Background: an optimization exercise with open tools, aiming at small area and a short achievable clock period. Do not read the settings as production practice.
At most, simulation tests tie the RTL to the original design; equivalence was not proved.

## P
// chk_unit
module chk_unit (
    input  wire        clk,
    input  wire        rst,           
    input  wire        wr_cfg,        
    input  wire        wr_init,       
    input  wire        wr_value,      
    input  wire [31:0] wdata,
    input  wire        s_valid,
    input  wire [63:0] s_data,        
    input  wire [2:0]  s_nbm1,        
    input  wire        s_last,        
    input  wire        s_check,       
    output wire [1:0]  code,
    output wire [31:0] value,
    output wire [31:0] result,
    output wire        residue_ok,
    output wire [15:0] fail_cnt,
    output wire [15:0] refused_cnt
);
Settings: LEC_CHECK=0, CAP_MARGIN=20, CORE_MARGIN=2, CORE_UTILIZATION=40, SETUP_SLACK_MARGIN=2, SLEW_MARGIN=20; clock period 25.0 ns.
run.sh (not shown) runs the stock make flow with config.mk's settings and CLKGATE_MAP_FILE= SYNTH_SCRIPT=/design/flow/synth_recipe.tcl, a recipe that flattens the netlist after the stock synthesis.
P did not stop at any stage, and its layout met the timing, DRC and antenna checks.
Relative to P, the following input files were edited for Q:
--- a/flow/design.v
+++ b/flow/design.v
@@ -42,33 +42,28 @@
         case (c)
             2'd0:    residue = 32'hDEBB_20E3;
             2'd1:    residue = 32'hB798_B438;
             2'd2:    residue = 32'h0000_F0B8;
             default: residue = 32'h0000_0000;
         endcase
     endfunction
     reg [1:0]  code_q;
     reg [31:0] value_q;
     reg [15:0] fail_q;
     reg [15:0] refused_q;
     reg        chk_q;         
-    wire [63:0] dm;
-    genvar gi;
-    generate
-        for (gi = 0; gi < 8; gi = gi + 1) begin : g_mask
-            assign dm[8*gi +: 8] = s_data[8*gi +: 8] & {8{s_nbm1 >= gi}};
-        end
-    endgenerate
-    wire [63:0] z = dm ^ {32'd0, value_q};
-    wire [95:0] y = {32'd0, z} << {~s_nbm1, 3'b000};
+    wire [63:0] z    = s_data ^ {32'd0, value_q};
+    wire [63:0] y    = z << {~s_nbm1, 3'b000};
+    wire [23:0] y_hi = value_q[31:8] >> {s_nbm1[1:0], 3'b000};
+    wire [31:0] y_tail = (s_nbm1[2] || s_nbm1 == 3'd3) ? 32'd0 : {8'd0, y_hi};
     wire t64 = y[11] ^ y[55];
     wire t65 = y[12] ^ y[13];
     wire t66 = y[9] ^ y[38];
     wire t67 = y[10] ^ y[39];
     wire t68 = y[3] ^ y[8];
     wire t69 = y[4] ^ y[32];
     wire t70 = y[15] ^ y[37];
     wire t71 = y[5] ^ y[34];
     wire t72 = y[6] ^ y[35];
     wire t73 = y[7] ^ y[36];
     wire t74 = y[47] ^ y[54];
     wire t75 = y[2] ^ y[40];
@@ -1100,57 +1095,63 @@
     wire [31:0] w1 = {t917, t910, t901, t893, t885, t878, t869, t860, t849, t843, t834, t827, t822, t816, t806, t797, t788, t778, t771, t762, t754, t746, t738, t728, t720, t712, t701, t691, t681, t669, t661, t650};
     wire [15:0] w2 = {t1033, t1026, t1020, t1013, t1007, t1002, t993, t985, t977, t969, t962, t953, t946, t939, t931, t923};
     wire [7:0] w3 = {t1099, t1093, t1082, t1074, t1064, t1057, t1048, t1041};
     reg [31:0] crc;
     always @* begin
         case (code_q)
             2'd0:    crc = w0;
             2'd1:    crc = w1;
             2'd2:    crc = {16'd0, w2};
             default: crc = {24'd0, w3};
         endcase
     end
-    wire [31:0] beat_value = crc ^ y[95:64];
+    wire [31:0] beat_value = crc ^ y_tail;
     reg [1:0]  ctl_code;
     reg [31:0] ctl_value;
     always @* begin
         ctl_code  = code_q;
         ctl_value = value_q;
         if (wr_cfg) begin
             ctl_code  = wdata[1:0];
             ctl_value = value_q & width_mask(wdata[1:0]);
         end
         if (wr_init)
             ctl_value = init_value(ctl_code);
         if (wr_value)
             ctl_value = wdata & width_mask(ctl_code);
     end
     wire [1:0]  n_writes = {1'b0, wr_cfg} + {1'b0, wr_init} + {1'b0, wr_value};
     wire [16:0] ref_sum  = {1'b0, refused_q} + {15'd0, n_writes};
-    wire        rok      = (value_q == residue(code_q));
+    wire        rok_hi   = code_q[1] |
+                           (value_q[31:16] == (code_q[0] ? 16'hB798 : 16'hDEBB));
+    wire [31:0] res      = residue(code_q);
+    wire        rok_mid  = (code_q == 2'd3) | (value_q[15:8] == res[15:8]);
+    wire        rok      = rok_hi & rok_mid & (value_q[7:0] == res[7:0]);
     wire [15:0] fail_now = (chk_q && !rok && fail_q != 16'hFFFF) ? fail_q + 16'd1 : fail_q;
     always @(posedge clk) begin
         if (rst) begin
             code_q    <= 2'd1;
             value_q   <= 32'd0;
             fail_q    <= 16'd0;
             refused_q <= 16'd0;
             chk_q     <= 1'b0;
         end else begin
             fail_q <= fail_now;
             chk_q  <= s_valid & s_last & s_check;
             if (s_valid) begin
                 value_q   <= beat_value;
                 refused_q <= ref_sum[16] ? 16'hFFFF : ref_sum[15:0];
             end else begin
                 code_q  <= ctl_code;
                 value_q <= ctl_value;
             end
         end
     end
     assign code        = code_q;
     assign value       = value_q;
-    assign result      = value_q ^ final_xor(code_q);
+    assign result      = {~(value_q[31:16] | {16{code_q[1]}}),
+                          ~(value_q[15:8] | {8{code_q == 2'd3}}),
+                          value_q[7:0] ^ {8{code_q != 2'd3}}};
     assign residue_ok  = rok;
     assign fail_cnt    = fail_now;
     assign refused_cnt = refused_q;
 endmodule
--- outcome ---
P vs Q, slowest cell on the critical path: xor2_1 vs a222oi_1. Summary — fmax, Q relative to P: higher, by 0.0024 GHz. In the reports for P and Q, the smaller routed wire length per instance belongs to Q. Via count of Q falls short of that of P by a few percent. When Q is measured against P, its number of distinct standard cells referenced by the synthesized netlist turns out 13% lower. Number of standard cells after synthesis ends up lower on Q. Lower clock-buffer cell count was reported by Q, not P. In the flow results for P and Q, the final cell count is smaller on Q. Of P and Q, the lower global-route wire length before repair belongs to Q. Arrival time at the worst endpoint: Q vs P down 0.25 ns. Compared with P, total die area in Q decreased by a little under 10%. Of P and Q, the lower design area belongs to Q.
For Q, only the layout was checked, not whether the RTL still works.

-- static timing again, ports no longer ideal --
Ports are ideal in the flow. The routed layouts listed here were re-timed in OpenROAD.
Step 1: set_driving_cell puts a clkbuf_16 on clk and a buf_2 on each other input, an assumption about the parent block.
Step 2, shift: input delay + t, output delay - t, t = (earliest + latest rising clock arrival at the registers) / 2. This alone moves slack from input paths to output paths.
a / b / c = ideal / step 1 / step 2; a / b = the first two.
run | shift t [ns] | slack for setup (ns) | worst hold slack (ns)
P | 0.390 | 13.751 / 13.773 / 13.383 | 0.544 / 0.544 / 0.544
Q | 0.391 | 14.046 / 14.069 / 13.678 | 0.575 / 0.575 / 0.575
After both steps every run listed still meets setup and hold.
